Background: an optimization exercise with open tools, aiming at small area and a short achievable clock period. Do not read the settings as production practice. In this exercise RTL edits were held to simulation tests only and were not proved equivalent to the original. No activity file was given, so power comes from the tool's default toggle rates.

$ cat design/flow/flow/netgen.py
#!/usr/bin/env python3
"""Generate the gate-level netlist of mem_ecc_codec (sky130hd cells) that the
version's own flow lays out in place of the standard synthesis's netlist.

The netlist implements the same register set (names and cell type) and the
same equations as rtl/mem_ecc_codec.v.  Regular parts (XOR trees, nibble
predecode, match lines, corrections, muxes) are built here gate by gate;
irregular small functions are mapped with yosys/abc (area script).

usage: netgen.py OUT.v      (verifies by simulation against a Python model)
"""
import os, re, sys, random, subprocess, tempfile, itertools
sys.path.insert(0, os.path.dirname(os.path.abspath(__file__)))
from paar import rows, paar, mula, HC

LIB = os.environ.get('LIB', '/OpenROAD-flow-scripts/flow/platforms/sky130hd/lib/sky130_fd_sc_hd__tt_025C_1v80.lib')
P = 'sky130_fd_sc_hd__'

# ---------------------------------------------------------------- liberty
def read_lib(path):
    funcs = {}
    cur = None; pin = None; direction = None
    for line in open(path):
        m = re.match(r'\s*cell \("?(\w+)"?\)', line)
        if m:
            cur = m.group(1); funcs[cur] = {}; continue
        m = re.match(r'\s*pin \("?(\w+)"?\)', line)
        if m:
            pin = m.group(1); continue
        m = re.match(r'\s*function : "([^"]*)"', line)
        if m and cur and pin:
            funcs[cur][pin] = m.group(1)
    return funcs
LIBF = read_lib(LIB)

def pyfunc(expr):
    e = expr.replace('!', '~')
    e = re.sub(r'~\s*(\w+)', r'(M^\1)', e)
    e = re.sub(r'~\s*\(', r'M^(', e)
    names = sorted(set(re.findall(r'[A-Za-z_]\w*', e)) - {'M'})
    code = 'lambda M,' + ','.join(names) + ': ' + e
    return names, eval(code)

# ---------------------------------------------------------------- netlist
class Net:
    def __init__(self):
        self.cells = []          # (type, instname, {pin: net})
        self.k = 0
        self.outs = {}           # output pin name per type
    def new(self):
        self.k += 1
        return f'_n{self.k}_'
    def g(self, typ, **pins):
        t = P + typ
        fo = LIBF[t]
        outp = [p for p in fo if p not in ('VPWR', 'VGND', 'VPB', 'VNB') and p not in pins]
        outp = [p for p in outp if p in ('X', 'Y', 'Q', 'SUM', 'COUT', 'Q_N')]
        assert len(outp) == 1, (typ, outp)
        o = self.new()
        self.k += 1
        self.cells.append((t, f'_c{self.k}_', dict(pins, **{outp[0]: o})))
        return o
    def inst(self, t, name, pins):
        self.cells.append((t, name, pins))

N = Net()
def XOR(a, b): return N.g('xor2_1', A=a, B=b)
def XNOR(a, b): return N.g('xnor2_1', A=a, B=b)
def INV(a): return N.g('inv_1', A=a)
def NAND2(a, b): return N.g('nand2_1', A=a, B=b)
def NOR2(a, b): return N.g('nor2_1', A=a, B=b)
def NOR3(a, b, c): return N.g('nor3_1', A=a, B=b, C=c)
def AND2(a, b): return N.g('and2_1', A=a, B=b)
def MUX2(a0, a1, s): return N.g('mux2_1', A0=a0, A1=a1, S=s)
def MUX2I(a0, a1, s): return N.g('mux2i_1', A0=a0, A1=a1, S=s)
def A21OI(a1, a2, b1): return N.g('a21oi_1', A1=a1, A2=a2, B1=b1)
def NOR2B(a, bn): return N.g('nor2b_1', A=a, B_N=bn)

# ---------------------------------------------------------------- abc blocks
ABC_SCRIPT = ('strash; dch -f; balance; rewrite; refactor; balance; rewrite; rewrite -z; balance; '
              'refactor -z; rewrite -z; balance; dch -f; balance; rewrite; refactor; balance; rewrite; '
              'rewrite -z; balance; refactor -z; rewrite -z; balance; dch -f; amap; mfs2; strash; dch -f; map -a; topo')
DONT_USE = ['probe_p_8', 'probec_p_8', 'lpflow_*', 'mux4_*', 'fa_*', 'ha_*', 'maj3_*', 'xor3_*', 'xnor3_*',
            'dlygate*', 'dlymetal*', 'clkdly*', 'buf_*', 'clkbuf_*', 'bufbuf*', 'bufinv*', 'clkinvlp*',
            'einv*', 'ebuf*', 'dl*', 'df*', 'sdf*', 'sed*', 'edf*', 'conb*', 'tap*', 'decap*', 'fill*', 'diode*',
            'macro*', 'o2111*', 'a2111*']

ABC_FAST = os.environ.get('ABC_FAST', 'strash; dch -f; map; topo')
def abc_block(name, src, ins, outs, script=None):
    if script is None:
        script = ABC_FAST if name in os.environ.get('FAST_BLOCKS', 'lines,rsloc,hhit,hpos').split(',') else ABC_SCRIPT
    """Map module `name` (Verilog src; scalar ports) with abc; ins/outs map port -> net."""
    d = tempfile.mkdtemp()
    vin = os.path.join(d, 'in.v'); vout = os.path.join(d, 'out.v'); sc = os.path.join(d, 'abc.script')
    open(vin, 'w').write(src); open(sc, 'w').write(script)
    du = ' '.join(f'-dont_use {P}{c}' for c in DONT_USE)
    cmd = (f'read_verilog {vin}; synth -flatten -top {name}; abc -liberty {LIB} {du} -script {sc}; '
           f'opt_clean -purge; write_verilog -noattr {vout}')
    r = subprocess.run(['yosys', '-q', '-p', cmd], capture_output=True, text=True)
    if r.returncode:
        print(r.stdout, r.stderr); raise SystemExit('yosys failed for ' + name)
    txt = open(vout).read()
    local = {}
    def net(x):
        x = x.strip()
        if x in ins: return ins[x]
        if x in outs: return outs[x]
        if x in ("1'h0", "1'b0"): raise SystemExit('constant in ' + name)
        if x not in local: local[x] = N.new()
        return local[x]
    for a, b in re.findall(r'assign\s+(\S+)\s*=\s*(\S+)\s*;', txt):
        # a = b : an output driven straight by an input or another net
        raise SystemExit(f'assign in block {name}: {a} = {b}')
    for typ, inst, body in re.findall(r'(sky130_fd_sc_hd__\w+)\s+(\S+)\s*\((.*?)\);', txt, re.S):
        pins = {p: net(n) for p, n in re.findall(r'\.(\w+)\(([^)]*)\)', body)}
        N.k += 1
        N.cells.append((typ, f'_c{N.k}_', pins))

# ---------------------------------------------------------------- ports
D = [f'in_data[{k}]' for k in range(64)]
C = [f'in_check[{i}]' for i in range(8)]
OP = ['in_op[0]', 'in_op[1]']

def emit_tree(R, innets, tries=None, inv=None):
    """XOR network for rows R (sets of input indices); inv[i]: output i inverted."""
    tries = tries or int(os.environ.get('TRIES', '60'))
    best = None
    for s in range(tries):
        g, o, d = paar(R, len(innets), 20, s)
        key = (max(d[x] for x in o), len(g))
        if best is None or key < best[0]:
            best = (key, g, o)
    _, g, o = best
    inv = inv or [False] * len(o)
    nin = len(innets)
    uses = {}
    for a, b in g:
        uses[a] = uses.get(a, 0) + 1; uses[b] = uses.get(b, 0) + 1
    for x in o: uses[x] = uses.get(x, 0) + 1
    flip = set(x for x, iv in zip(o, inv) if iv and x >= nin and uses[x] == 1)
    nets = list(innets)
    for i, (a, b) in enumerate(g):
        nets.append(XNOR(nets[a], nets[b]) if nin + i in flip else XOR(nets[a], nets[b]))
    res = []
    for x, iv in zip(o, inv):
        res.append(nets[x] if (not iv or x in flip) else INV(nets[x]))
    return res

SC = int(os.environ.get('SC', '0'))   # the RS tree computes S1' = alpha^-SC * S1 (fewer terms)

def build():
    if os.environ.get('JOINT', '1') == '1':
        # one shared XOR network for all 24 linear outputs, check bits as leaves
        from joint import mk_rows
        R24 = mk_rows(SC)
        outs = emit_tree(R24, D + C, inv=[True] * 16 + [False] * 8)
        hs_n, s0_n, s1p_n = outs[0:8], outs[8:12], outs[12:16]
        x9, x8 = outs[16:20], outs[20:24]
    else:
        raise SystemExit('JOINT=0 no longer supported')
    s1_n = []                                              # ~S1 = ~(alpha^SC * S1')
    for b in range(4):
        terms = [bb for bb in range(4) if mula(1 << bb, SC) >> b & 1]
        assert 1 <= len(terms) <= 2
        s1_n.append(s1p_n[terms[0]] if len(terms) == 1 else XNOR(s1p_n[terms[0]], s1p_n[terms[1]]))
    # flags and muxes
    op0, op1 = OP
    sel_c = N.g('or2_1', A=op0, B=op1)
    cD = [MUX2(x8[i] if i < 4 else x9[i - 4], C[i], sel_c) for i in range(8)]
    tD = [MUX2I(s0_n[i] if i < 4 else s1_n[i - 4], hs_n[i], op1) for i in range(8)]
    slotD = D[32:48]
    upD = D[48:64]
    dD = D[0:32] + slotD + upD
    # registers
    Q = {}
    def reg(name, idx, d):
        nm = f'{name}[{idx}]' if idx is not None else name
        qn = '\\' + nm + ' '
        kind = '$_SDFF_PN0_' if name in ('out_valid', 'v_q') else '$_DFF_P_'
        isport = name.startswith('out_')
        q = nm if isport else qn
        N.inst(P + 'dfxtp_1', '\\' + nm + kind + ' ', {'CLK': 'clk', 'D': d, 'Q': q})
        return q
    dq = [reg('d_q', k, dD[k]) for k in range(64)]
    cq = [reg('c_q', i, cD[i]) for i in range(8)]
    tq = [reg('t_q', i, tD[i]) for i in range(8)]
    op1q = reg('op1_q', None, op1)
    decq = reg('dec_q', None, op0)
    hdecq = reg('hdec_q', None, AND2(op0, op1))
    rdecq = reg('rdec_q', None, NOR2B(op1, op0))
    vq = reg('v_q', None, AND2('rst_n', 'in_valid'))

    # ---------------- output side
    tn = [INV(tq[i]) for i in range(8)]
    lit = lambda b, v: tq[b] if v else tn[b]          # literal true when t[b] == v
    nlit = lambda b, v: tn[b] if v else tq[b]         # its complement
    pl = [NOR2(nlit(0, w & 1), nlit(1, w >> 1 & 1)) for w in range(4)]   # t[1:0] == w
    ph = [NOR2(nlit(2, w & 1), nlit(3, w >> 1 & 1)) for w in range(4)]   # t[3:2] == w
    lo_n = [NAND2(pl[v & 3], ph[v >> 2]) for v in range(16)]
    hdec_n = INV(hdecq)
    p54 = [NOR2(nlit(4, w & 1), nlit(5, w >> 1 & 1)) for w in range(4)]
    p76 = [NOR2(nlit(6, w & 1), nlit(7, w >> 1 & 1)) for w in range(4)]
    hi_n = [NAND2(p54[u & 3], p76[u >> 2]) for u in range(16)]
    hm = [NOR3(lo_n[HC[k] & 15], hi_n[HC[k] >> 4], hdec_n) for k in range(64)]
    hcf = [NOR3(lo_n[1 << i], hi_n[0], hdec_n) for i in range(4)] + [NOR3(lo_n[0], hi_n[1 << i], hdec_n) for i in range(4)]
    # RS residue lines from the predecoded nibbles: OR of the one-hot lines
    LG = {}
    x = 1
    for i in range(15): LG[x] = i; x = mula(x, 1)
    def or_of_neg(ns):
        if len(ns) <= 4: return N.g(f'nand{len(ns)}_1', **dict(zip('ABCD', ns)))
        assert len(ns) == 5
        return N.g('or2b_1', A=N.g('nand4_1', A=ns[0], B=ns[1], C=ns[2], D=ns[3]), B_N=ns[4])
    def res_lines(nl, mod):
        return [or_of_neg([nl[v] for v in range(1, 16) if LG[v] % mod == r]) for r in range(mod)]
    a0, a1 = res_lines(lo_n, 3), res_lines(hi_n, 3)
    b0, b1 = res_lines(lo_n, 5), res_lines(hi_n, 5)
    # RS locator: jm3 / jm5 = one-hot of j mod 3 / j mod 5 (from the residue
    # lines in d_q[47:32]); e[j] = rdec & jm3[j % 3] & jm5[j % 5]
    jm3_n = [N.g('a222oi_1', A1=a0[0], A2=a1[r % 3], B1=a0[1], B2=a1[(1 + r) % 3], C1=a0[2], C2=a1[(2 + r) % 3])
             for r in range(3)]
    jm5_n = []
    for r in range(5):
        x = N.g('a222oi_1', A1=b0[0], A2=b1[r % 5], B1=b0[1], B2=b1[(1 + r) % 5], C1=b0[2], C2=b1[(2 + r) % 5])
        y = N.g('a22oi_1', A1=b0[3], A2=b1[(3 + r) % 5], B1=b0[4], B2=b1[(4 + r) % 5])
        jm5_n.append(AND2(x, y))
    rdec_n = INV(rdecq)
    e = [NOR3(jm3_n[j % 3], jm5_n[j % 5], rdec_n) for j in range(10)]
    s0g = tq[0:4]
    # OR trees: positive inputs -> (positive, negative) output
    def split(xs, k):
        g = -(-len(xs) // k)
        q, r = divmod(len(xs), g)
        out, i = [], 0
        for j in range(g):
            m = q + (1 if j < r else 0)
            out.append(xs[i:i + m]); i += m
        return out
    def or_tree(xs, pos=True):
        xs = list(xs)
        neg = False            # polarity of the current list (True: each is the NOR of its group)
        while len(xs) > 1 or neg != (not pos):
            if len(xs) == 1:
                xs = [INV(xs[0])]; neg = not neg; continue
            if not neg:
                groups = split(xs, 3 if len(xs) > 4 else len(xs))
                xs = [g[0] if len(g) == 1 else N.g(f'nor{len(g)}_1', **dict(zip('ABCD', g))) for g in groups]
                # a group of one was not inverted: invert it to keep polarity uniform
                xs = [INV(x) if len(g) == 1 else x for x, g in zip(xs, groups)]
                neg = True
            else:
                groups = split(xs, 4)
                xs = [INV(g[0]) if len(g) == 1 else N.g(f'nand{len(g)}_1', **dict(zip('ABCD', g))) for g in groups]
                neg = False
        return xs[0]
    # status: st0 = any correction, st1 = decode & syndrome != 0 & no correction
    allhit = hm + hcf + e
    nz = NAND2(N.g('nor4_1', A=tq[0], B=tq[1], C=tq[2], D=tq[3]), N.g('nor4_1', A=tq[4], B=tq[5], C=tq[6], D=tq[7]))
    # NOR/NAND levels down to two negative partials, then st0 = NAND, st1 = AND4
    xs = [N.g(f'nor{len(g)}_1', **dict(zip('ABCD', g))) for g in split(allhit, 4)]      # negative
    xs = [N.g(f'nand{len(g)}_1', **dict(zip('ABCD', g))) for g in split(xs, 4)]          # positive
    xs = [N.g(f'nor{len(g)}_1', **dict(zip('ABCD', g))) for g in split(xs, 3)]          # negative
    assert len(xs) == 2, len(xs)
    st0 = NAND2(xs[0], xs[1])
    st1 = N.g('and4_1', A=xs[0], B=xs[1], C=nz, D=decq)
    # position: OR of the match lines of the positions with the bit set
    pos = []
    for b in range(7):
        t = [hm[k] for k in range(64) if k >> b & 1]
        t += [hcf[i] for i in range(8) if (64 + i) >> b & 1]
        t += [e[j] for j in range(10) if j >> b & 1]
        pos.append(or_tree(t, pos=True))
    # data outputs
    op1n = INV(op1q)
    out = {}
    for k in range(64):
        if k < 32:
            f_n = A21OI(s0g[k % 4], e[k // 4], hm[k])
            out[f'out_data[{k}]'] = XNOR(dq[k], f_n)
        else:
            out[f'out_data[{k}]'] = NOR2(XNOR(dq[k], hm[k]), op1n)
    senc = NOR2B(decq, op1q)
    for i in range(8):
        f_n = A21OI(s0g[i % 4], e[8 + i // 4], hcf[i])
        m = MUX2I(f_n, tn[i], senc)        # senc ? t : f
        out[f'out_check[{i}]'] = XOR(cq[i], m)
    out['out_status[0]'] = st0
    out['out_status[1]'] = st1
    dec_n = INV(decq)
    for i in range(8):
        out[f'out_syndrome[{i}]'] = NOR2(tn[i], dec_n)
    for b in range(7):
        out[f'out_pos[{b}]'] = pos[b]
    # output registers
    for o, n in out.items():
        m = re.match(r'(\w+)\[(\d+)\]', o)
        reg(m.group(1), int(m.group(2)), n)
    reg('out_valid', None, AND2('rst_n', vq))
    return out

# ---------------------------------------------------------------- simulation
def simulate(out, inputs, M):
    """Bit-parallel simulation. inputs: net -> int. Returns net values."""
    val = dict(inputs)
    cells = list(N.cells)
    funcs = {}
    pending = cells
    # registers are cut: their Q must be in inputs
    for it in range(1000):
        nxt = []
        for typ, inst, pins in pending:
            if typ.endswith('dfxtp_1'):
                continue
            fo = LIBF[typ]
            outp = [p for p in pins if p in fo]
            ins_ = [p for p in pins if p not in fo]
            if not all(pins[p] in val for p in ins_):
                nxt.append((typ, inst, pins)); continue
            for op_ in outp:
                key = (typ, op_)
                if key not in funcs: funcs[key] = pyfunc(fo[op_])
                names, f = funcs[key]
                val[pins[op_]] = f(M, *[val[pins[n]] for n in names]) & M
        if not nxt: break
        if len(nxt) == len(pending): raise SystemExit('combinational loop or undriven net: %s' % (nxt[0],))
        pending = nxt
    return val

def model(op, Dv, Cv, regs=None):
    pass

def verify(out, nvec=4000):
    rnd = random.Random(1)
    M = (1 << nvec) - 1
    # --- input side: random op/data/check; compare register D pins with a reference
    def rb(): return rnd.getrandbits(nvec)
    inputs = {n: rb() for n in D + C + OP + ['in_valid', 'rst_n']}
    for typ, inst, pins in N.cells:
        if typ.endswith('dfxtp_1'): inputs[pins['Q']] = 0
    val = simulate(out, inputs, M)
    regD = {inst: pins['D'] for typ, inst, pins in N.cells if typ.endswith('dfxtp_1')}
    def bit(x, i): return (x >> i) & 1
    errs = 0
    LG = {}
    e = 1
    for i in range(15): LG[e] = i; e = mula(e, 1)
    for v in range(nvec):
        d = sum(bit(inputs[D[k]], v) << k for k in range(64))
        c = sum(bit(inputs[C[i]], v) << i for i in range(8))
        op = bit(inputs[OP[0]], v) | bit(inputs[OP[1]], v) << 1
        hd = 0
        for k in range(64):
            if d >> k & 1: hd ^= HC[k]
        A = B = 0
        for j in range(8):
            x = d >> 4 * j & 15; A ^= x; B ^= mula(x, j)
        hs = hd ^ c
        s0 = A ^ (c & 15) ^ (c >> 4)
        s1 = B ^ mula(c & 15, 8) ^ mula(c >> 4, 9)
        x9 = mula(B, 3) ^ mula(A, 11); x8 = A ^ x9
        def lg3(x): return 0 if x == 0 else 1 << (LG[x] % 3)
        def lg5(x): return 0 if x == 0 else 1 << (LG[x] % 5)
        lines = lg3(s0) | lg3(s1) << 3 | lg5(s0) << 6 | lg5(s1) << 11
        op1 = op >> 1; op0 = op & 1
        exp = {}
        dq = d
        for k in range(64): exp[f'\\d_q[{k}]$_DFF_P_ '] = dq >> k & 1
        cqv = c if (op1 or op0) else (x9 << 4 | x8)
        for i in range(8): exp[f'\\c_q[{i}]$_DFF_P_ '] = cqv >> i & 1
        tqv = hs if op1 else (s1 << 4 | s0)
        for i in range(8): exp[f'\\t_q[{i}]$_DFF_P_ '] = tqv >> i & 1
        exp['\\op1_q$_DFF_P_ '] = op1; exp['\\dec_q$_DFF_P_ '] = op0
        exp['\\hdec_q$_DFF_P_ '] = op1 & op0; exp['\\rdec_q$_DFF_P_ '] = (1 - op1) & op0
        exp['\\v_q$_SDFF_PN0_ '] = bit(inputs['rst_n'], v) & bit(inputs['in_valid'], v)
        for inst, n in regD.items():
            if inst not in exp: continue
            if bit(val[n], v) != exp[inst]:
                errs += 1
                if errs < 5: print('input side mismatch', inst, v)
    print('input side errors', errs)
    # --- output side: random register values (consistent flags), compare outputs
    qnets = {inst: pins['Q'] for typ, inst, pins in N.cells if typ.endswith('dfxtp_1')}
    inputs = {}
    opv = [rnd.randrange(4) for _ in range(nvec)]
    tv = [rnd.randrange(256) if rnd.random() < 0.5 else (HC[rnd.randrange(64)] ^ (0 if rnd.random() < 0.7 else 1 << rnd.randrange(8))) for _ in range(nvec)]
    # for RS ops make t/lines consistent with a syndrome
    dv = [rnd.getrandbits(64) for _ in range(nvec)]
    cv = [rnd.getrandbits(8) for _ in range(nvec)]
    for v in range(nvec):
        if not (opv[v] >> 1):
            s0 = tv[v] & 15; s1 = tv[v] >> 4
            def lg3(x): return 0 if x == 0 else 1 << (LG[x] % 3)
            def lg5(x): return 0 if x == 0 else 1 << (LG[x] % 5)
            lines = lg3(s0) | lg3(s1) << 3 | lg5(s0) << 6 | lg5(s1) << 11
            pass
    def pack(f):
        x = 0
        for v in range(nvec):
            if f(v): x |= 1 << v
        return x
    for inst, qn in qnets.items():
        m = re.match(r'\\(\w+)(?:\[(\d+)\])?\$', inst)
        nm, idx = m.group(1), m.group(2)
        idx = int(idx) if idx else None
        if nm == 'd_q': inputs[qn] = pack(lambda v: dv[v] >> idx & 1)
        elif nm == 'c_q': inputs[qn] = pack(lambda v: cv[v] >> idx & 1)
        elif nm == 't_q': inputs[qn] = pack(lambda v: tv[v] >> idx & 1)
        elif nm == 'op1_q': inputs[qn] = pack(lambda v: opv[v] >> 1)
        elif nm == 'dec_q': inputs[qn] = pack(lambda v: opv[v] & 1)
        elif nm == 'hdec_q': inputs[qn] = pack(lambda v: opv[v] == 3)
        elif nm == 'rdec_q': inputs[qn] = pack(lambda v: opv[v] == 1)
        elif nm == 'v_q': inputs[qn] = pack(lambda v: 1)
        elif nm.startswith('out_'): inputs[qn] = 0
    for n in D + C + OP + ['in_valid', 'rst_n']: inputs[n] = 0
    val = simulate(out, inputs, M)
    for o_, n_ in out.items(): val[o_] = val[n_]
    errs = 0
    for v in range(nvec):
        op = opv[v]; t = tv[v]; d = dv[v]; c = cv[v]
        exp_data = d; exp_chk = c; st = 0; pos = 0; syn = 0
        if op == 0:
            exp_data = d & 0xFFFFFFFF; exp_chk = c
        elif op == 1:
            exp_data = d & 0xFFFFFFFF; syn = t
            s0 = t & 15; s1 = t >> 4
            if t == 0: st = 0
            elif s0 and s1:
                j = (LG[s1] - LG[s0]) % 15
                if j <= 9:
                    st = 1; pos = j
                    if j < 8: exp_data ^= s0 << 4 * j
                    else: exp_chk ^= s0 << 4 * (j - 8)
                else: st = 2
            else: st = 2
        elif op == 2:
            exp_chk = c ^ t
        else:
            syn = t
            if t == 0: st = 0
            else:
                st = 2
                for k in range(64):
                    if HC[k] == t: exp_data ^= 1 << k; st = 1; pos = k
                for i in range(8):
                    if t == 1 << i: exp_chk ^= t; st = 1; pos = 64 + i
        got_d = sum(bit(val[f'out_data[{k}]'], v) << k for k in range(64))
        got_c = sum(bit(val[f'out_check[{i}]'], v) << i for i in range(8))
        got_s = sum(bit(val[f'out_status[{i}]'], v) << i for i in range(2))
        got_y = sum(bit(val[f'out_syndrome[{i}]'], v) << i for i in range(8))
        got_p = sum(bit(val[f'out_pos[{i}]'], v) << i for i in range(7))
        if (got_d, got_c, got_s, got_y, got_p) != (exp_data, exp_chk, st, syn, pos):
            errs += 1
            if errs < 5: print('output mismatch op', op, hex(t), (hex(got_d), got_c, got_s, got_y, got_p), (hex(exp_data), exp_chk, st, syn, pos))
    print('output side errors', errs)
    return errs

def write(out, path):
    L = ['// Generated by netgen13.py: gate-level netlist of mem_ecc_codec (sky130hd).',
         'module mem_ecc_codec(clk, rst_n, in_valid, in_op, in_data, in_check, out_valid, out_data, out_check, out_status, out_syndrome, out_pos);',
         '  input clk; input rst_n; input in_valid; input [1:0] in_op; input [63:0] in_data; input [7:0] in_check;',
         '  output out_valid; output [63:0] out_data; output [7:0] out_check; output [1:0] out_status; output [7:0] out_syndrome; output [6:0] out_pos;']
    nets = set()
    for typ, inst, pins in N.cells:
        for p, n in pins.items():
            if not re.match(r'(in_|out_|clk|rst_n)', n): nets.add(n)
    # map output port nets: outputs are named nets; add assigns
    for n in sorted(nets): L.append(f'  wire {n};')
    for typ, inst, pins in N.cells:
        L.append(f'  {typ} {inst} (' + ', '.join(f'.{p}({n})' for p, n in pins.items()) + ');')

    L.append('endmodule')
    open(path, 'w').write('\n'.join(L) + '\n')

def upsize(out, fo_min):
    # drive strength 2 for cells whose output net has fo_min or more loads
    loads = {}
    for typ, inst, pins in N.cells:
        fo = LIBF[typ]
        for p, n in pins.items():
            if p not in fo: loads[n] = loads.get(n, 0) + 1
    for n in out.values(): loads[n] = loads.get(n, 0) + 1
    k = 0
    for i, (typ, inst, pins) in enumerate(N.cells):
        if typ.endswith('_1') and not typ.endswith('dfxtp_1'):
            fo = LIBF[typ]
            o = [n for p, n in pins.items() if p in fo][0]
            t2 = typ[:-2] + '_2'
            if loads.get(o, 0) >= fo_min and t2 in LIBF:
                N.cells[i] = (t2, inst, pins); k += 1
    print('upsized', k)

if __name__ == '__main__':
    out = build()
    if int(os.environ.get('FO_MIN', '0')) > 0:
        upsize(out, int(os.environ['FO_MIN']))
    area = 0.0
    cnt = {}
    for typ, inst, pins in N.cells:
        cnt[typ] = cnt.get(typ, 0) + 1
    import collections
    A = {}
    cur = None
    for line in open(LIB):
        m = re.match(r'\s*cell \("?(\w+)"?\)', line)
        if m: cur = m.group(1)
        m = re.match(r'\s*area\s*:\s*([0-9.]+)', line)
        if m and cur: A[cur] = float(m.group(1)); cur = None
    tot = sum(A[t] * n for t, n in cnt.items())
    print('cells', sum(cnt.values()), 'area', round(tot, 1))
    for t, n in sorted(cnt.items(), key=lambda x: -A[x[0]] * x[1])[:15]:
        print(f'  {t[len(P):]:12s} {n:4d} {A[t]*n:8.1f}')
    # unit-delay levels: inputs -> register D, register Q -> outputs
    drv = {}
    for typ, inst, pins in N.cells:
        if typ.endswith('dfxtp_1'): continue
        fo = LIBF[typ]
        for pn, n in pins.items():
            if pn in fo: drv[n] = (typ, pins)
    memo = {}
    def lev(n):
        if n in memo: return memo[n]
        if n not in drv: memo[n] = 0; return 0
        typ, pins = drv[n]
        fo = LIBF[typ]
        memo[n] = 1 + max(lev(x) for pn, x in pins.items() if pn not in fo)
        return memo[n]
    regd = [(inst, pins['D']) for typ, inst, pins in N.cells if typ.endswith('dfxtp_1')]
    worst = sorted(((lev(d), inst) for inst, d in regd), reverse=True)[:6]
    print('input side levels', worst)
    print('output side levels', sorted(((lev(n), o) for o, n in out.items()), reverse=True)[:8])
    errs = verify(out)
    write(out, sys.argv[1])
    sys.exit(1 if errs else 0)
$ cat design/flow/constraint.sdc
create_clock -name core_clock -period 8.0 [get_ports {clk}]
set_input_delay 1.6000 -clock core_clock [delete_from_list [all_inputs] [get_ports {clk}]]
set_output_delay 1.6000 -clock core_clock [all_outputs]
set_load 0.01 [all_outputs]
$ cat design/flow/flow/joint.py
from paar import *
import sys
SC=2
def mk_rows(SC):
    R=[]
    for i in range(8):
        R.append(set([k for k in range(64) if HC[k]>>i&1]+[64+i]))
    for b in range(4):
        R.append(set([4*j+b for j in range(8)]+[64+b,68+b]))
    for b in range(4):
        s=set()
        for j in range(8):
            for bb in range(4):
                if mula(1<<bb,(j-SC)%15)>>b&1: s^={4*j+bb}
        for bb in range(4):
            if mula(1<<bb,(8-SC)%15)>>b&1: s^={64+bb}
            if mula(1<<bb,(9-SC)%15)>>b&1: s^={68+bb}
        R.append(s)
    # x9 = a^3 B + a^11 A ; x8 = A + x9 (data only)
    A=[set(4*j+b for j in range(8)) for b in range(4)]
    B=[]
    for b in range(4):
        s=set()
        for j in range(8):
            for bb in range(4):
                if mula(1<<bb,j)>>b&1: s^={4*j+bb}
        B.append(s)
    def mul(vec,n):
        res=[set() for _ in range(4)]
        for bb in range(4):
            y=mula(1<<bb,n)
            for b in range(4):
                if y>>b&1: res[b]^=vec[bb]
        return res
    x9=[a^b for a,b in zip(mul(B,3),mul(A,11))]
    x8=[a^b for a,b in zip(A,x9)]
    return R+x9+x8
if __name__=='__main__':
    for SC in [0,1,2,3]:
        R=mk_rows(SC)
        res=[]
        for seed in range(30):
            g,o,d=paar(R,72,20,seed)
            dep=[d[x] for x in o]
            res.append((len(g), max(dep[:8]), max(dep[8:12]), max(dep[12:16]), max(dep[16:24]), seed))
        res.sort()
        ok=[r for r in res if r[2]<=5 and r[3]<=5 and r[1]<=5]
        print(SC, res[0], ok[:2])
$ cat design/flow/flow/run.sh
#!/bin/bash
# Own flow: the standard synthesis, then the combinational logic replaced
# by the gate-level netlist of flow/netgen.py (same registers: names and cell
# type), checked equivalent to the standard synthesis by yosys; then the
# standard layout, with plain buffers on the ports instead of the delay cells
# buffer_ports picks by default. If the generated netlist fails a check, the
# standard synthesis's netlist is laid out instead.
set -euo pipefail
HERE=$(pwd)
R=$HERE/orfs/results/$FLOW_PLATFORM/mem_ecc_codec/base
LIB=$FLOW_HOME/platforms/$FLOW_PLATFORM/lib/sky130_fd_sc_hd__tt_025C_1v80.lib
bash standard.sh synth > make_synth.log 2>&1
cp $R/1_2_yosys.v $HERE/synth_standard.v
USE=synth_standard.v
# generator options (structure and drive strengths), if any
set -a; [ -f flow/netgen.env ] && . flow/netgen.env; set +a
if LIB=$LIB python3 flow/netgen.py $HERE/net_gen.v > netgen.log 2>&1; then
  yosys -p "read_liberty -lib $LIB; read_verilog net_gen.v; hierarchy -top $FLOW_TOP; opt_clean -purge; write_verilog -noattr -noexpr net_norm.v" > yosys_norm.log 2>&1
  timeout 900 yosys -p "read_liberty -ignore_miss_func $LIB; read_verilog synth_standard.v; rename $FLOW_TOP gold; read_verilog net_norm.v; rename $FLOW_TOP gate; flatten gold gate; opt_clean; equiv_make gold gate equiv; hierarchy -top equiv; equiv_simple; equiv_status -assert" > yosys_equiv.log 2>&1 \
    && python3 - <<'PY' > regcheck.log 2>&1 && USE=net_final.v
# give each flip-flop the instance name the standard synthesis gave the same
# register (the suffix after '$' depends on how yosys read its reset/enable),
# then require the same names and cell types
import re, sys
pat = re.compile(r'(sky130_fd_sc_hd__df\w+)\s+\\([^\s$]+)(\$\S*)?\s')
std = {m.group(2): (m.group(1), m.group(2) + (m.group(3) or '')) for m in pat.finditer(open('synth_standard.v').read())}
txt = open('net_norm.v').read()
def ren(m):
    base = m.group(2)
    if base not in std: sys.exit('no standard register ' + base)
    return m.group(1) + ' \\' + std[base][1] + ' '
txt2 = pat.sub(ren, txt)
open('net_final.v', 'w').write(txt2)
a = sorted(std.values())
b = sorted((m.group(1), m.group(2) + (m.group(3) or '')) for m in pat.finditer(txt2))
print(len(a), len(b))
sys.exit(0 if a == b and a else 1)
PY
fi
echo "laying out $USE" > netlist_choice.log
cp $HERE/$USE $R/1_2_yosys.v
rm -f $R/1_synth.odb $R/1_synth.sdc
bash standard.sh BUFFER_PORTS_ARGS="-buffer_cell sky130_fd_sc_hd__buf_1" finish > make_finish.log 2>&1
$ cat design/flow/design.v
module mem_ecc_codec (
    input  wire        clk,
    input  wire        rst_n,
    input  wire        in_valid,
    input  wire [1:0]  in_op,
    input  wire [63:0] in_data,
    input  wire [7:0]  in_check,
    output reg         out_valid,
    output reg  [63:0] out_data,
    output reg  [7:0]  out_check,
    output reg  [1:0]  out_status,
    output reg  [7:0]  out_syndrome,
    output reg  [6:0]  out_pos
);
    localparam [511:0] HCOL = {
        8'h57,8'h4F,8'h3E,8'h3D,8'h3B,8'h37,8'h2F,8'h1F,8'hE0,8'hD0,8'hC8,8'hC4,8'hC2,8'hC1,8'hB0,8'hA8,
        8'hA4,8'hA2,8'hA1,8'h98,8'h94,8'h92,8'h91,8'h8C,8'h8A,8'h89,8'h86,8'h85,8'h83,8'h70,8'h68,8'h64,
        8'h62,8'h61,8'h58,8'h54,8'h52,8'h51,8'h4C,8'h4A,8'h49,8'h46,8'h45,8'h43,8'h38,8'h34,8'h32,8'h31,
        8'h2C,8'h2A,8'h29,8'h26,8'h25,8'h23,8'h1C,8'h1A,8'h19,8'h16,8'h15,8'h13,8'h0E,8'h0D,8'h0B,8'h07};
    function [3:0] mul_a;
        input [3:0] x;
        input [3:0] n;
        reg   [3:0] p;
        integer     i;
        begin
            p = x;
            for (i = 0; i < 15; i = i + 1)
                if (i < n) p = {p[2:0], 1'b0} ^ (p[3] ? 4'h3 : 4'h0);
            mul_a = p;
        end
    endfunction
    wire dec = in_op[0];
    wire [7:0] hs;
    wire [3:0] s0, s1, x9, x8;
    wire xj0 = in_data[2] ^ in_data[23];
    wire xj1 = in_data[22] ^ in_data[25];
    wire xj2 = in_data[15] ^ in_data[18];
    wire xj3 = in_data[19] ^ in_data[27];
    wire xj4 = in_data[5] ^ in_data[21];
    wire xj5 = in_data[1] ^ in_data[13];
    wire xj6 = in_data[4] ^ in_data[16];
    wire xj7 = in_data[26] ^ in_data[29];
    wire xj8 = in_data[28] ^ xj1;
    wire xj9 = in_data[10] ^ in_data[30];
    wire xj10 = in_data[0] ^ in_data[12];
    wire xj11 = in_data[3] ^ in_data[24];
    wire xj12 = in_data[17] ^ in_data[20];
    wire xj13 = in_data[11] ^ in_data[31];
    wire xj14 = in_data[6] ^ in_data[9];
    wire xj15 = in_data[8] ^ in_data[14];
    wire xj16 = xj0 ^ xj4;
    wire xj17 = in_data[7] ^ xj3;
    wire xj18 = in_data[58] ^ in_data[59];
    wire xj19 = in_check[3] ^ in_check[7];
    wire xj20 = in_data[57] ^ in_data[62];
    wire xj21 = in_data[56] ^ in_data[61];
    wire xj22 = xj2 ^ xj14;
    wire xj23 = xj5 ^ xj6;
    wire xj24 = xj12 ^ xj15;
    wire xj25 = xj7 ^ xj16;
    wire xj26 = in_data[1] ^ in_data[4];
    wire xj27 = in_data[6] ^ in_data[22];
    wire xj28 = in_check[2] ^ in_check[5];
    wire xj29 = in_data[60] ^ in_data[63];
    wire xj30 = in_data[27] ^ in_data[31];
    wire xj31 = in_data[21] ^ in_data[30];
    wire xj32 = xj20 ^ xj21;
    wire xj33 = in_data[28] ^ xj6;
    wire xj34 = in_data[14] ^ xj9;
    wire xj35 = in_check[6] ^ xj19;
    wire xj36 = xj3 ^ xj11;
    wire xj37 = xj24 ^ xj26;
    wire xj38 = xj13 ^ xj23;
    wire xj39 = in_data[32] ^ in_data[47];
    wire xj40 = in_data[37] ^ in_data[46];
    wire xj41 = in_data[3] ^ in_data[15];
    wire xj42 = in_data[0] ^ in_check[0];
    wire xj43 = in_data[9] ^ in_data[25];
    wire xj44 = in_data[50] ^ in_data[51];
    wire xj45 = in_data[33] ^ in_data[60];
    wire xj46 = in_data[38] ^ in_data[48];
    wire xj47 = in_data[42] ^ in_data[44];
    wire xj48 = in_data[43] ^ in_data[52];
    wire xj49 = in_data[35] ^ in_data[45];
    wire xj50 = in_data[11] ^ in_data[36];
    wire xj51 = in_check[1] ^ in_check[4];
    wire xj52 = in_data[53] ^ in_data[54];
    wire xj53 = in_data[13] ^ in_data[19];
    wire xj54 = in_data[17] ^ in_data[49];
    wire xj55 = in_data[39] ^ in_data[40];
    wire xj56 = in_data[10] ^ in_data[23];
    wire xj57 = in_data[34] ^ in_data[55];
    wire xj58 = in_data[24] ^ in_check[0];
    wire xj59 = in_data[2] ^ in_check[2];
    wire xj60 = in_data[8] ^ in_check[4];
    wire xj61 = in_data[16] ^ xj53;
    wire xj62 = xj5 ^ xj43;
    wire xj63 = in_data[41] ^ xj49;
    wire xj64 = in_data[63] ^ xj30;
    wire xj65 = in_data[26] ^ xj27;
    wire xj66 = xj9 ^ xj10;
    wire xj67 = xj18 ^ xj29;
    wire xj68 = xj44 ^ xj52;
    wire xj69 = xj10 ^ xj11;
    wire xj70 = xj2 ^ xj13;
    wire xj71 = in_data[7] ^ xj0;
    wire xj72 = in_data[7] ^ xj42;
    wire xj73 = xj46 ^ xj55;
    wire xj74 = xj8 ^ xj22;
    wire xj75 = xj31 ^ xj36;
    wire xj76 = in_data[20] ^ xj33;
    wire xj77 = xj2 ^ xj17;
    wire xj78 = xj7 ^ xj8;
    wire xj79 = xj28 ^ xj35;
    wire xj80 = in_data[29] ^ xj62;
    wire xj81 = in_data[5] ^ xj8;
    wire xj82 = in_data[0] ^ xj38;
    wire xj83 = xj22 ^ xj25;
    wire xj84 = xj37 ^ xj81;
    wire xj85 = xj66 ^ xj77;
    wire xj86 = in_data[20] ^ in_data[26];
    wire xj87 = in_data[38] ^ in_data[50];
    wire xj88 = in_data[56] ^ xj9;
    wire xj89 = xj20 ^ xj50;
    wire xj90 = xj86 ^ xj87;
    wire xj91 = xj16 ^ xj23;
    wire xj92 = xj63 ^ xj67;
    wire xj93 = xj72 ^ xj88;
    wire xj94 = xj89 ^ xj90;
    wire xj95 = xj91 ^ xj92;
    wire xj96 = xj93 ^ xj94;
    wire xj97 = xj95 ^ xj96;
    wire xj98 = in_data[10] ^ in_data[35];
    wire xj99 = in_data[39] ^ in_data[42];
    wire xj100 = in_data[51] ^ in_check[1];
    wire xj101 = xj18 ^ xj27;
    wire xj102 = xj40 ^ xj98;
    wire xj103 = xj99 ^ xj100;
    wire xj104 = xj32 ^ xj64;
    wire xj105 = xj69 ^ xj101;
    wire xj106 = xj102 ^ xj103;
    wire xj107 = xj37 ^ xj104;
    wire xj108 = xj105 ^ xj106;
    wire xj109 = xj107 ^ xj108;
    wire xj110 = in_data[3] ^ in_data[37];
    wire xj111 = in_data[40] ^ in_data[58];
    wire xj112 = xj4 ^ xj10;
    wire xj113 = xj29 ^ xj39;
    wire xj114 = xj48 ^ xj50;
    wire xj115 = xj59 ^ xj110;
    wire xj116 = xj111 ^ xj32;
    wire xj117 = xj112 ^ xj113;
    wire xj118 = xj114 ^ xj115;
    wire xj119 = xj74 ^ xj116;
    wire xj120 = xj117 ^ xj118;
    wire xj121 = xj119 ^ xj120;
    wire xj122 = in_data[15] ^ in_data[19];
    wire xj123 = in_data[44] ^ in_data[53];
    wire xj124 = in_data[59] ^ in_check[3];
    wire xj125 = xj11 ^ xj15;
    wire xj126 = xj45 ^ xj122;
    wire xj127 = xj123 ^ xj124;
    wire xj128 = xj32 ^ xj71;
    wire xj129 = xj73 ^ xj125;
    wire xj130 = xj126 ^ xj127;
    wire xj131 = xj80 ^ xj128;
    wire xj132 = xj129 ^ xj130;
    wire xj133 = xj131 ^ xj132;
    wire xj134 = in_data[5] ^ in_data[18];
    wire xj135 = in_data[34] ^ in_data[41];
    wire xj136 = in_data[43] ^ in_data[54];
    wire xj137 = xj7 ^ xj14;
    wire xj138 = xj21 ^ xj47;
    wire xj139 = xj54 ^ xj60;
    wire xj140 = xj134 ^ xj135;
    wire xj141 = xj136 ^ xj17;
    wire xj142 = xj33 ^ xj67;
    wire xj143 = xj137 ^ xj138;
    wire xj144 = xj139 ^ xj140;
    wire xj145 = xj141 ^ xj142;
    wire xj146 = xj143 ^ xj144;
    wire xj147 = xj145 ^ xj146;
    wire xj148 = in_data[12] ^ in_data[45];
    wire xj149 = in_data[46] ^ in_data[48];
    wire xj150 = in_data[57] ^ in_data[61];
    wire xj151 = in_check[5] ^ xj18;
    wire xj152 = xj39 ^ xj45;
    wire xj153 = xj54 ^ xj57;
    wire xj154 = xj148 ^ xj149;
    wire xj155 = xj150 ^ xj34;
    wire xj156 = xj61 ^ xj70;
    wire xj157 = xj151 ^ xj152;
    wire xj158 = xj153 ^ xj154;
    wire xj159 = xj155 ^ xj156;
    wire xj160 = xj157 ^ xj158;
    wire xj161 = xj159 ^ xj160;
    wire xj162 = in_data[20] ^ in_data[23];
    wire xj163 = in_data[24] ^ in_data[32];
    wire xj164 = in_data[33] ^ in_data[52];
    wire xj165 = in_data[62] ^ in_check[6];
    wire xj166 = xj31 ^ xj57;
    wire xj167 = xj162 ^ xj163;
    wire xj168 = xj164 ^ xj165;
    wire xj169 = xj64 ^ xj68;
    wire xj170 = xj166 ^ xj167;
    wire xj171 = xj168 ^ xj78;
    wire xj172 = xj169 ^ xj170;
    wire xj173 = xj171 ^ xj172;
    wire xj174 = in_data[36] ^ in_data[47];
    wire xj175 = in_data[49] ^ in_data[55];
    wire xj176 = in_check[7] ^ xj40;
    wire xj177 = xj47 ^ xj48;
    wire xj178 = xj174 ^ xj175;
    wire xj179 = xj63 ^ xj68;
    wire xj180 = xj73 ^ xj176;
    wire xj181 = xj177 ^ xj178;
    wire xj182 = xj179 ^ xj180;
    wire xj183 = xj181 ^ xj182;
    wire xj184 = xj10 ^ xj58;
    wire xj185 = xj60 ^ xj184;
    wire xj186 = xj76 ^ xj185;
    wire xj187 = in_data[17] ^ in_check[1];
    wire xj188 = in_check[5] ^ xj4;
    wire xj189 = xj187 ^ xj188;
    wire xj190 = xj80 ^ xj189;
    wire xj191 = in_data[18] ^ in_check[6];
    wire xj192 = xj59 ^ xj191;
    wire xj193 = xj34 ^ xj65;
    wire xj194 = xj192 ^ xj193;
    wire xj195 = in_data[23] ^ xj13;
    wire xj196 = xj19 ^ xj41;
    wire xj197 = xj17 ^ xj195;
    wire xj198 = xj196 ^ xj197;
    wire xj199 = in_data[31] ^ in_check[7];
    wire xj200 = xj28 ^ xj56;
    wire xj201 = xj199 ^ xj61;
    wire xj202 = xj72 ^ xj200;
    wire xj203 = xj78 ^ xj201;
    wire xj204 = xj202 ^ xj203;
    wire xj205 = xj12 ^ xj51;
    wire xj206 = xj8 ^ xj17;
    wire xj207 = xj34 ^ xj205;
    wire xj208 = xj38 ^ xj79;
    wire xj209 = xj206 ^ xj207;
    wire xj210 = xj208 ^ xj209;
    wire xj211 = xj58 ^ xj24;
    wire xj212 = xj70 ^ xj25;
    wire xj213 = xj79 ^ xj211;
    wire xj214 = xj212 ^ xj213;
    wire xj215 = in_data[12] ^ xj51;
    wire xj216 = xj35 ^ xj215;
    wire xj217 = xj74 ^ xj75;
    wire xj218 = xj216 ^ xj217;
    wire xj219 = in_data[3] ^ xj76;
    wire xj220 = xj83 ^ xj219;
    wire xj221 = in_data[9] ^ in_data[22];
    wire xj222 = in_data[26] ^ xj0;
    wire xj223 = xj12 ^ xj221;
    wire xj224 = xj222 ^ xj223;
    wire xj225 = xj224 ^ xj85;
    wire xj226 = in_data[18] ^ in_data[21];
    wire xj227 = xj56 ^ xj226;
    wire xj228 = xj36 ^ xj227;
    wire xj229 = xj228 ^ xj82;
    wire xj230 = in_data[2] ^ in_data[11];
    wire xj231 = in_data[19] ^ xj230;
    wire xj232 = xj231 ^ xj84;
    wire xj233 = in_data[8] ^ xj69;
    wire xj234 = xj233 ^ xj83;
    wire xj235 = in_data[20] ^ xj1;
    wire xj236 = xj5 ^ xj235;
    wire xj237 = xj25 ^ xj236;
    wire xj238 = xj85 ^ xj237;
    wire xj239 = in_data[14] ^ xj0;
    wire xj240 = xj65 ^ xj239;
    wire xj241 = xj75 ^ xj240;
    wire xj242 = xj82 ^ xj241;
    wire xj243 = xj30 ^ xj41;
    wire xj244 = xj71 ^ xj243;
    wire xj245 = xj244 ^ xj84;
    assign hs[0] = xj97;
    assign hs[1] = xj109;
    assign hs[2] = xj121;
    assign hs[3] = xj133;
    assign hs[4] = xj147;
    assign hs[5] = xj161;
    assign hs[6] = xj173;
    assign hs[7] = xj183;
    assign s0[0] = xj186;
    assign s0[1] = xj190;
    assign s0[2] = xj194;
    assign s0[3] = xj198;
    assign s1[0] = xj204;
    assign s1[1] = xj210;
    assign s1[2] = xj214;
    assign s1[3] = xj218;
    assign x9[0] = xj220;
    assign x9[1] = xj225;
    assign x9[2] = xj229;
    assign x9[3] = xj232;
    assign x8[0] = xj234;
    assign x8[1] = xj238;
    assign x8[2] = xj242;
    assign x8[3] = xj245;
    reg        v_q, op1_q, dec_q, hdec_q, rdec_q;
    reg [63:0] d_q;
    reg [7:0]  c_q;
    reg [7:0]  t_q;
    always @(posedge clk) begin
        if (!rst_n) v_q <= 1'b0;
        else        v_q <= in_valid;
        op1_q  <= in_op[1];
        dec_q  <= in_op[0];
        hdec_q <= in_op[1] & in_op[0];
        rdec_q <= ~in_op[1] & in_op[0];
        d_q    <= in_data;
        c_q    <= (in_op[1] | dec) ? in_check : {x9, x8};
        t_q    <= in_op[1] ? hs : {s1, s0};
    end
    reg [15:0] lo, hi;
    integer    v;
    always @* begin
        for (v = 0; v < 16; v = v + 1) begin
            lo[v] = (t_q[3:0] == v[3:0]);
            hi[v] = (t_q[7:4] == v[3:0]);
        end
    end
    wire [63:0] hm;
    genvar g;
    generate for (g = 0; g < 64; g = g + 1) begin : g_hm
        assign hm[g] = lo[HCOL[8*g +: 4]] & hi[HCOL[8*g+4 +: 4]] & hdec_q;
    end endgenerate
    wire [7:0] hcf = {hi[8] & lo[0], hi[4] & lo[0], hi[2] & lo[0], hi[1] & lo[0],
                      lo[8] & hi[0], lo[4] & hi[0], lo[2] & hi[0], lo[1] & hi[0]} & {8{hdec_q}};
    wire [2:0] a0 = {lo[4] | lo[5] | lo[6] | lo[9] | lo[14], lo[2] | lo[3] | lo[7] | lo[11] | lo[13],
                     lo[1] | lo[8] | lo[10] | lo[12] | lo[15]};
    wire [2:0] a1 = {hi[4] | hi[5] | hi[6] | hi[9] | hi[14], hi[2] | hi[3] | hi[7] | hi[11] | hi[13],
                     hi[1] | hi[8] | hi[10] | hi[12] | hi[15]};
    wire [4:0] b0 = {lo[3] | lo[9] | lo[10], lo[5] | lo[8] | lo[13], lo[4] | lo[11] | lo[15],
                     lo[2] | lo[12] | lo[14], lo[1] | lo[6] | lo[7]};
    wire [4:0] b1 = {hi[3] | hi[9] | hi[10], hi[5] | hi[8] | hi[13], hi[4] | hi[11] | hi[15],
                     hi[2] | hi[12] | hi[14], hi[1] | hi[6] | hi[7]};
    reg  [2:0] jm3;
    reg  [4:0] jm5;
    reg  [9:0] re;
    integer    r, q, j;
    always @* begin
        for (r = 0; r < 3; r = r + 1) begin
            jm3[r] = 1'b0;
            for (q = 0; q < 3; q = q + 1) jm3[r] = jm3[r] | (a0[q] & a1[(q + r) % 3]);
        end
        for (r = 0; r < 5; r = r + 1) begin
            jm5[r] = 1'b0;
            for (q = 0; q < 5; q = q + 1) jm5[r] = jm5[r] | (b0[q] & b1[(q + r) % 5]);
        end
        for (j = 0; j < 10; j = j + 1) re[j] = rdec_q & jm3[j % 3] & jm5[j % 5];
    end
    wire [3:0] s0q = t_q[3:0];
    reg [31:0] rfl;
    integer    k, i;
    always @* begin
        for (k = 0; k < 8; k = k + 1) rfl[4*k +: 4] = s0q & {4{re[k]}};
    end
    wire [7:0] rcf = {s0q & {4{re[9]}}, s0q & {4{re[8]}}};
    reg [6:0] ps;
    always @* begin
        ps = 7'd0;
        for (k = 0; k < 64; k = k + 1) if (hm[k]) ps = ps | k[6:0];
        for (i = 0; i < 8; i = i + 1) if (hcf[i]) ps = ps | (7'd64 + i[6:0]);
        for (j = 0; j < 10; j = j + 1) if (re[j]) ps = ps | j[6:0];
    end
    wire anyhit = |hm | |hcf | |re;
    wire senc   = op1_q & ~dec_q;
    always @(posedge clk) begin
        if (!rst_n) out_valid <= 1'b0;
        else        out_valid <= v_q;
        out_data[31:0]  <= d_q[31:0] ^ (hm[31:0] | rfl);
        out_data[63:32] <= (d_q[63:32] ^ hm[63:32]) & {32{op1_q}};
        out_check       <= c_q ^ (senc ? t_q : (hcf | rcf));
        out_status      <= {dec_q & (t_q != 8'h00) & ~anyhit, anyhit};
        out_syndrome    <= t_q & {8{dec_q}};
        out_pos         <= ps;
    end
endmodule
$ cat design/flow/config.mk
export PLATFORM = sky130hd
export DESIGN_NAME = mem_ecc_codec
export DESIGN_NICKNAME = mem_ecc_codec
export VERILOG_FILES = /design/flow/design.v
export SDC_FILE = /design/flow/constraint.sdc
export NUM_CORES = 4
export LEC_CHECK = 0
export CAP_MARGIN = 20
export CORE_MARGIN = 2
export CORE_UTILIZATION = 40
export SETUP_SLACK_MARGIN = 5.0
export SLEW_MARGIN = 20
$ cat design/flow/standard.sh
#!/bin/bash
# synth_recipe.tcl (not shown) runs the flow's synth.tcl, then flattens the netlist and writes it again
# the make line also repeats each setting of config.mk as NAME=value (left out here)
make -C /OpenROAD-flow-scripts/flow DESIGN_CONFIG=/design/flow/config.mk WORK_HOME=/design/flow/orfs CLKGATE_MAP_FILE= SYNTH_SCRIPT=/design/flow/synth_recipe.tcl "${@:-finish}"
$ cat design/flow/flow/paar.py
import random, itertools, sys, heapq
HC=[v for v in range(256) if bin(v).count('1')==3][:56]+[v for v in range(256) if bin(v).count('1')==5][:8]
def mula(x,n):
    for _ in range(n):
        x=((x<<1)&15)^(3 if x&8 else 0)
    return x
def rows():
    # inputs: d0..d63 (idx 0..63), cm0..cm7 (64..71)
    R=[]
    for i in range(8):
        R.append(set([k for k in range(64) if HC[k]>>i&1]+[64+i]))
    # s0 bit b
    for b in range(4):
        R.append(set([4*j+b for j in range(8)]+[64+b,68+b]))
    for b in range(4):
        s=set()
        for j in range(8):
            for bb in range(4):
                if mula(1<<bb,j)>>b&1: s.add(4*j+bb)
        for bb in range(4):
            if mula(1<<bb,8)>>b&1: s.add(64+bb)
            if mula(1<<bb,9)>>b&1: s.add(68+bb)
        R.append(s)
    return R
def paar(R, nin, maxd, seed):
    rnd=random.Random(seed)
    R=[set(r) for r in R]
    depth=[0]*nin
    gates=[]
    while True:
        cnt={}
        for r in R:
            l=sorted(r)
            for a,b in itertools.combinations(l,2):
                if max(depth[a],depth[b])+1<=maxd:
                    cnt[(a,b)]=cnt.get((a,b),0)+1
        if not cnt: break
        m=max(cnt.values())
        if m<2: break
        cands=[p for p,c in cnt.items() if c==m]
        # prefer shallow
        md=min(max(depth[a],depth[b]) for a,b in cands)
        cands=[p for p in cands if max(depth[p[0]],depth[p[1]])==md]
        a,b=rnd.choice(cands)
        n=len(depth); depth.append(max(depth[a],depth[b])+1); gates.append((a,b))
        for r in R:
            if a in r and b in r:
                r.discard(a); r.discard(b); r.add(n)
    # final trees
    outs=[]
    for r in R:
        h=[(depth[x],x) for x in r]; heapq.heapify(h)
        while len(h)>1:
            d1,a=heapq.heappop(h); d2,b=heapq.heappop(h)
            n=len(depth); depth.append(max(d1,d2)+1); gates.append((a,b)); heapq.heappush(h,(depth[n],n))
        outs.append(h[0][1])
    return gates, outs, depth
if __name__=='__main__':
    R=rows()
    for maxd in [4,5,6,7,20]:
        best=None
        for s in range(int(sys.argv[1]) if len(sys.argv)>1 else 20):
            g,o,d=paar(R,72,maxd,s)
            key=(len(g),max(d[x] for x in o))
            if best is None or key<best: best=key
        print(maxd,best)
    R8=rows()[:8]
    print('hsiao only', min(len(paar(R8,72,20,s)[0]) for s in range(10)))
    R8=rows()[8:]
    print('rs only', min(len(paar(R8,72,20,s)[0]) for s in range(10)))
==> flow_results.xml, run 1 <==
<?xml version="1.0" encoding="UTF-8"?>
<metrics>
  <group name="sta">
    <metric name="timing.clock.skew" unit="ns">0.0126</metric>
    <metric name="post-route-min-period" unit="ns">2.97</metric>
    <metric name="upper_clock_frequency_limit" unit="MHz">337</metric>
    <metric name="slew_headroom" unit="%">28.5</metric>
    <metric name="rsz0062_at_grt" unit="">true</metric>
    <metric name="timing.final.setup_violations" unit="">0</metric>
    <metric name="setup_total_negative_slack" unit="ns">0</metric>
    <metric name="layout_worst_path_cycle_share" unit="%">37.1</metric>
    <metric name="slew_viols_final" unit="">0</metric>
    <metric name="worst_hold_slack" unit="ns">0.429</metric>
    <metric name="worst-slew-pin-transition" unit="ns">1.06</metric>
    <metric name="report.final.hold_viol_count" unit="">0</metric>
  </group>
  <group name="critical_path">
    <metric name="critPathRequiredTime" unit="ns">8.30</metric>
    <metric name="ff2ff_setup_slack" unit="ns">5.09</metric>
    <metric name="timing.critical_path.to" unit="">c_q[2]</metric>
    <metric name="critPathBufInv" unit="">1</metric>
    <metric name="worst_path_depth" unit="">7</metric>
    <metric name="worst_setup_startpoint" unit="">in_data[3]</metric>
    <metric name="critPathMaxStageDelay" unit="ns">0.32</metric>
    <metric name="crit_path_cell_trace" unit="">buf_2 &gt; xor2_2 &gt; xor2_1 &gt; xor2_1 &gt; xor2_1 &gt; xor2_1 &gt; mux2_1</metric>
    <metric name="timing_worst_setup_path_type" unit="">input pin to flop</metric>
    <metric name="r2r_start" unit="">t_q[1]</metric>
    <metric name="critPathSlowestCell" unit="">sky130_fd_sc_hd__mux2_1</metric>
    <metric name="worst_setup_path_end_kind" unit="">flop</metric>
    <metric name="worst-path-max-fanout" unit="">5</metric>
    <metric name="crit_path_frequent_cell" unit="">sky130_fd_sc_hd__xor2_1</metric>
    <metric name="regToRegEndpoint" unit="">out_status[1]</metric>
    <metric name="arrival" unit="ns">3.27</metric>
    <metric name="critical_path.startpoint_type" unit="">input pin</metric>
    <metric name="r2r.worst_path.cells" unit="">11</metric>
    <metric name="critPathTopFamily" unit="">XOR/XNOR gates</metric>
  </group>
  <group name="cells_and_area">
    <metric name="final_net_count" unit="">1211</metric>
    <metric name="most_frequent_cells_in_the_layout" unit="">sky130_fd_sc_hd__xor2_1 (203), sky130_fd_sc_hd__dfxtp_1 (171), sky130_fd_sc_hd__nor3_1 (148)</metric>
    <metric name="syn2layout_area_growth" unit="%">25.6</metric>
    <metric name="final_layout_size_suffix_gt1_share" unit="%">12.6</metric>
    <metric name="insertedDiodeCount" unit="">0</metric>
    <metric name="mostFrequentLayoutCell" unit="">sky130_fd_sc_hd__xor2_1</metric>
  </group>
  <group name="synth">
    <metric name="postSynthAreaPerCell" unit="um^2">9.24</metric>
    <metric name="syn-instance-count" unit="">932</metric>
    <metric name="syn_area" unit="mm^2">0.00861</metric>
    <metric name="mappedNetlistNets" unit="">1009</metric>
    <metric name="yosysWarnings" unit="">1</metric>
  </group>
  <group name="clock_network">
    <metric name="cts_buffer_depth" unit="">2</metric>
    <metric name="clock-sinks" unit="">175</metric>
    <metric name="clock-root-buffer" unit="">sky130_fd_sc_hd__clkbuf_16</metric>
    <metric name="cts.clk_slew.worst_paths" unit="ns">0.07</metric>
    <metric name="htree_levels" unit="">4</metric>
    <metric name="cts_tree" unit="">done</metric>
    <metric name="clock_insertion_delay_worst_skew" unit="ns">0.43</metric>
    <metric name="cts_inserted_buffers" unit="">17</metric>
  </group>
  <group name="power">
    <metric name="worst_ir_drop_vdd" unit="mV">0.153</metric>
    <metric name="comb_power_share" unit="%">40.1</metric>
    <metric name="switching_share" unit="%">40.6</metric>
    <metric name="intPower" unit="uW">1930</metric>
    <metric name="p_seq_share" unit="%">34.3</metric>
    <metric name="power.density_cell_area" unit="mW/mm^2">300</metric>
    <metric name="leakagePower" unit="uW">0.00429</metric>
    <metric name="power.share.clock" unit="%">25.6</metric>
    <metric name="p_switching" unit="uW">1320</metric>
  </group>
  <group name="floorplan">
    <metric name="die_w" unit="um">151</metric>
    <metric name="die_area" unit="mm^2">0.0227</metric>
    <metric name="core.rowCount" unit="">53</metric>
    <metric name="core" unit="mm^2">0.0211</metric>
    <metric name="start_util" unit="%">40.8</metric>
    <metric name="io-pin-count" unit="">167</metric>
    <metric name="dieHeight" unit="um">151</metric>
  </group>
  <group name="grt">
    <metric name="grt_pass1_wl" unit="um">44000</metric>
    <metric name="global_route_usage_sum" unit="%">26.5</metric>
    <metric name="grt.overflow.total" unit="">0</metric>
    <metric name="antenna_found_initial" unit="">1</metric>
    <metric name="grt_pass1_vias" unit="">7219</metric>
    <metric name="grt_start_max_net_pins" unit="">73</metric>
  </group>
  <group name="detailed_routing">
    <metric name="drt_first_pass_iters" unit="">7</metric>
    <metric name="drt-total-wl" unit="um">29900</metric>
    <metric name="initial_drc_count" unit="">680</metric>
    <metric name="post-route-drc-count" unit="">0</metric>
    <metric name="route.antenna.remaining_nets" unit="">0</metric>
    <metric name="routed-via-count" unit="">7509</metric>
    <metric name="routedWlPerCell" unit="um">21.0</metric>
    <metric name="detail_route.vias_per_cell" unit="">5.28</metric>
  </group>
  <group name="hold_path">
    <metric name="hp-class" unit="">flop to flop</metric>
    <metric name="min_from" unit="">c_q[5]</metric>
  </group>
  <group name="place">
    <metric name="gpl.final_weighted_congestion" unit="">0.967</metric>
    <metric name="place.port_buffers" unit="">166</metric>
    <metric name="dp_hpwl" unit="um">23800</metric>
  </group>
  <group name="run">
    <metric name="maxCapViolations" unit="">0</metric>
  </group>
  <group name="status">
    <metric name="run_status" unit="">timing/DRC/antenna clean</metric>
  </group>
</metrics>
-- worst min-delay path by stage --
stage / to / cells past startpoint / slack, ns
after floorplan: out_check[0] / 1 / 0.41
after global placement: out_check[5] / 1 / 0.42
after detailed placement: out_data[19] / 1 / 0.42
after CTS: out_data[19] / 1 / 0.43
after global routing: out_data[19] / 1 / 0.44
final: out_check[5] / 1 / 0.43
-- power by group through the flow --
| stage | clock network (uW) | registers [uW] | logic (uW) |
|---|---|---|---|
| floorplan | 0 | 1120 | 758 |
| global route | 875 | 1120 | 1410 |
| detailed placement | 0 | 1120 | 1120 |
| global placement | 0 | 1120 | 1130 |
| finish | 831 | 1110 | 1300 |
| CTS | 842 | 1110 | 1200 |
-- repair_timing --
action,CTS,global route
hold buffers,0,0
pin swaps,8,6
cloned,0,0
buffers inserted,9,7
endpoints found under the setup margin,61,48
resized for setup,42,53
endpoints found under the hold margin,0,0
-- metal layers --
metal | routed length, um | global-route usage [%]
met2 | 14300 | 43.7
met3 | 1440 | 3.52
met1 | 13200 | 35.7
met4 | 919 | 9.49
met5 | 0 | 0
-- registers in the layout (all words and copies together), names as in the netlist --
register / flops
out_status: 2
out_check: 8
c_q: 8
dec_q: 1
out_syndrome: 8
out_valid: 1
d_q: 64
out_pos: 7
out_data: 64
op1_q: 1
rdec_q: 1
v_q: 1
t_q: 8
hdec_q: 1
-- area by class of cell --
class | instances | area, um^2
Clock buffer | 17 | 425
Inverter | 18 | 67.6
Clock inverter | 15 | 149
Timing Repair Buffer | 183 | 785
Fill cell | 2014 | 10300
Sequential cell | 175 | 3510
Multi-Input combinational cell | 739 | 5530
Tap cell | 275 | 344
-- metrics by stage --
stage	total power [uW]	instances	utilization (%)	worst slack, ns	cell area [um^2]
finish	3250	1422	51.3	5.03	10800
CTS	3150	1415	50.0	4.97	10600
global route	3410	1422	51.3	4.97	10800
global placement	2250	1374	46.1	4.20	9730
detailed placement	2240	1374	46.1	4.28	9730
floorplan	1880	932	-	5.00	8750
==> inputs of run 2 (changes only) <==
--- a/design/flow/config.mk
+++ b/design/flow/config.mk
@@ -8,5 +8,7 @@
 export CAP_MARGIN = 20
 export CORE_MARGIN = 2
 export CORE_UTILIZATION = 40
+export CTS_BUF_LIST = sky130_fd_sc_hd__clkbuf_4 sky130_fd_sc_hd__clkbuf_8
+export CTS_CLUSTER_SIZE = 20
 export SETUP_SLACK_MARGIN = 5.0
 export SLEW_MARGIN = 20
==> run 2 against run 1 <==
Still clean on timing, DRC and antenna. Routed wire length barely moved. Fmax down 0.25%. Global-route usage shrank 0.15 points. Total power is 6.8% lower. Critical path depth unchanged. Critical endpoint is now t_q[2].
==> flow_results.xml, run 2 <==
<?xml version="1.0" encoding="UTF-8"?>
<metrics>
  <group name="cells_and_area">
    <metric name="most_frequent_cells_in_the_layout" unit="">sky130_fd_sc_hd__xor2_1 (205), sky130_fd_sc_hd__dfxtp_1 (171), sky130_fd_sc_hd__nor3_1 (148)</metric>
    <metric name="post-route-util" unit="%">50.0</metric>
    <metric name="final_net_count" unit="">1204</metric>
    <metric name="nFillCells" unit="">2063</metric>
    <metric name="top_regs" unit="">d_q x64, out_data x64</metric>
    <metric name="syn2layout_area_growth" unit="%">22.5</metric>
    <metric name="final_area" unit="mm^2">0.0105</metric>
    <metric name="final_layout_size_suffix_gt1_share" unit="%">11.4</metric>
    <metric name="insertedDiodeCount" unit="">0</metric>
  </group>
  <group name="critical_path">
    <metric name="critPathMaxStageDelay" unit="ns">0.35</metric>
    <metric name="arrival" unit="ns">3.30</metric>
    <metric name="ff2ff_setup_slack" unit="ns">5.08</metric>
    <metric name="worst_setup_path_end_kind" unit="">flop</metric>
    <metric name="critPathBufInv" unit="">1</metric>
    <metric name="crit_path_cell_trace" unit="">buf_1 &gt; xor2_1 &gt; xor2_2 &gt; xor2_1 &gt; xor2_1 &gt; xnor2_1 &gt; mux2i_1</metric>
    <metric name="worst-path-max-fanout" unit="">3</metric>
    <metric name="critical_path.startpoint_type" unit="">input pin</metric>
    <metric name="r2r.worst_path.cells" unit="">12</metric>
    <metric name="r2r_start" unit="">t_q[0]</metric>
    <metric name="critPathSlowestCell" unit="">sky130_fd_sc_hd__xor2_1</metric>
    <metric name="critPathTopFamily" unit="">XOR/XNOR gates</metric>
    <metric name="timing_worst_setup_path_type" unit="">input pin to flop</metric>
  </group>
  <group name="sta">
    <metric name="setup_total_negative_slack" unit="ns">0</metric>
    <metric name="slew_viols_final" unit="">0</metric>
    <metric name="upper_clock_frequency_limit" unit="MHz">336</metric>
    <metric name="timing.clock.skew" unit="ns">0.0188</metric>
    <metric name="rsz0062_at_grt" unit="">true</metric>
    <metric name="report.final.hold_viol_count" unit="">0</metric>
    <metric name="slew_headroom" unit="%">31.7</metric>
    <metric name="timing.final.setup_violations" unit="">0</metric>
    <metric name="worst-slew-pin-transition" unit="ns">1.02</metric>
  </group>
  <group name="clock_network">
    <metric name="cts.clk_slew.worst_paths" unit="ns">0.10</metric>
    <metric name="clock_insertion_delay_worst_skew" unit="ns">0.49</metric>
    <metric name="clock-root-buffer" unit="">sky130_fd_sc_hd__clkbuf_8</metric>
    <metric name="cts_tree" unit="">done</metric>
    <metric name="htree_levels" unit="">4</metric>
    <metric name="cts_inserted_buffers" unit="">17</metric>
    <metric name="cts_buffer_depth" unit="">2</metric>
  </group>
  <group name="detailed_routing">
    <metric name="post-route-drc-count" unit="">0</metric>
    <metric name="drt-total-wl" unit="um">29900</metric>
    <metric name="initial_drc_count" unit="">753</metric>
    <metric name="detail_route.vias_per_cell" unit="">5.32</metric>
    <metric name="routed-via-count" unit="">7523</metric>
  </group>
  <group name="grt">
    <metric name="grt_pass1_vias" unit="">7192</metric>
    <metric name="global_route.usage.met3" unit="%">3.67</metric>
    <metric name="global_route.usage.met2" unit="%">43.4</metric>
    <metric name="antenna_found_initial" unit="">1</metric>
    <metric name="grt_start_max_net_pins" unit="">73</metric>
    <metric name="grt.overflow.total" unit="">0</metric>
    <metric name="top_usage_layer" unit="">met2</metric>
    <metric name="grt_pass1_wl" unit="um">43700</metric>
    <metric name="m1_gr_usage" unit="%">35.4</metric>
  </group>
  <group name="place">
    <metric name="dp_hpwl" unit="um">23800</metric>
    <metric name="detailed_place.area" unit="mm^2">0.00973</metric>
    <metric name="place.port_buffers" unit="">166</metric>
  </group>
  <group name="synth">
    <metric name="syn_area" unit="mm^2">0.00861</metric>
    <metric name="syn-instance-count" unit="">932</metric>
    <metric name="yosysWarnings" unit="">1</metric>
    <metric name="mappedNetlistNets" unit="">1009</metric>
  </group>
  <group name="floorplan">
    <metric name="io-pin-count" unit="">167</metric>
    <metric name="die_area" unit="mm^2">0.0227</metric>
    <metric name="die_w" unit="um">151</metric>
    <metric name="core" unit="mm^2">0.0211</metric>
    <metric name="dieHeight" unit="um">151</metric>
    <metric name="start_util" unit="%">40.8</metric>
  </group>
  <group name="power">
    <metric name="worst_ir_drop_vdd" unit="mV">0.142</metric>
    <metric name="power.density_cell_area" unit="mW/mm^2">287</metric>
  </group>
  <group name="run">
    <metric name="maxCapViolations" unit="">0</metric>
  </group>
  <group name="hold_path">
    <metric name="hold_path_depth" unit="">1</metric>
    <metric name="hp-class" unit="">flop to flop</metric>
  </group>
  <group name="status">
    <metric name="run_status" unit="">timing/DRC/antenna clean</metric>
  </group>
</metrics>
==> run 2: cell count changes in the layout (fill, tap and decap cells not counted), sizes merged <==
cell	change
clkbuf	-4
buf	-3
==> run 2: what timing repair did <==
| action | 4_1_cts | 5_1_grt |
|---|---|---|
| hold endpoints to repair | 0 | 0 |
| buffers inserted | 3 | 6 |
| setup endpoints to repair | 56 | 49 |
| pin swaps | 4 | 6 |
| hold buffers | 0 | 0 |
| resized for setup | 33 | 51 |
==> run 2: layout make-up <==
| cell class | count | area [um^2] | area share (%) |
|---|---|---|---|
| Multi-Input combinational cell | 739 | 5520 | 52.3 |
| Clock buffer | 17 | 234 | 2.22 |
| Sequential cell | 175 | 3510 | 33.3 |
| Timing Repair Buffer | 176 | 723 | 6.86 |
| Clock inverter | 15 | 149 | 1.41 |
| Inverter | 18 | 67.6 | 0.641 |
| Tap cell | 275 | 344 | 3.26 |
==> run 2: worst max-delay path by stage <==
stage	startpoint	to	depth (start not counted)	slack, ns
after global routing	t_q[1]	out_status[1]	11	4.96
final	in_data[57]	t_q[2]	7	5.02
after CTS	in_data[4]	c_q[4]	7	4.97
after detailed placement	in_data[19]	c_q[5]	7	4.28
after global placement	in_data[19]	c_q[5]	7	4.20
after floorplan	in_data[1]	c_q[2]	6	5.00
==> run 2: per-layer routing <==
layer	vias to the layer above	wire, um
li1	3567	-
met1	3584	13000
met2	321	14200
met3	51	1660
met4	0	966
met5	-	0
==> run 2: metrics by stage <==
step	instances	setup slack [ns]	hold WS (ns)	total power (uW)
after floorplan	932	5.00	0.409	1880
final	1415	5.02	0.428	3030
after global routing	1415	4.96	0.445	3190
after CTS	1409	4.97	0.431	2920
after detailed placement	1374	4.28	0.421	2240
after global placement	1374	4.20	0.416	2250
==> run 2: where the power goes <==
part	total, uW	switching [uW]	leakage [uW]	internal (uW)
registers	1110	107	0.00147	1000
logic	1290	819	0.00248	475
clock network	623	366	0.000195	257

Re-timed with assumed drivers on the ports (clkbuf_16 on the clock, buf_2 on other inputs), run 2 has 5.041 ns of setup slack against 5.023 ns with ideal ports, and 4.523 ns once port delays also move by the mid clock arrival of 0.518 ns.
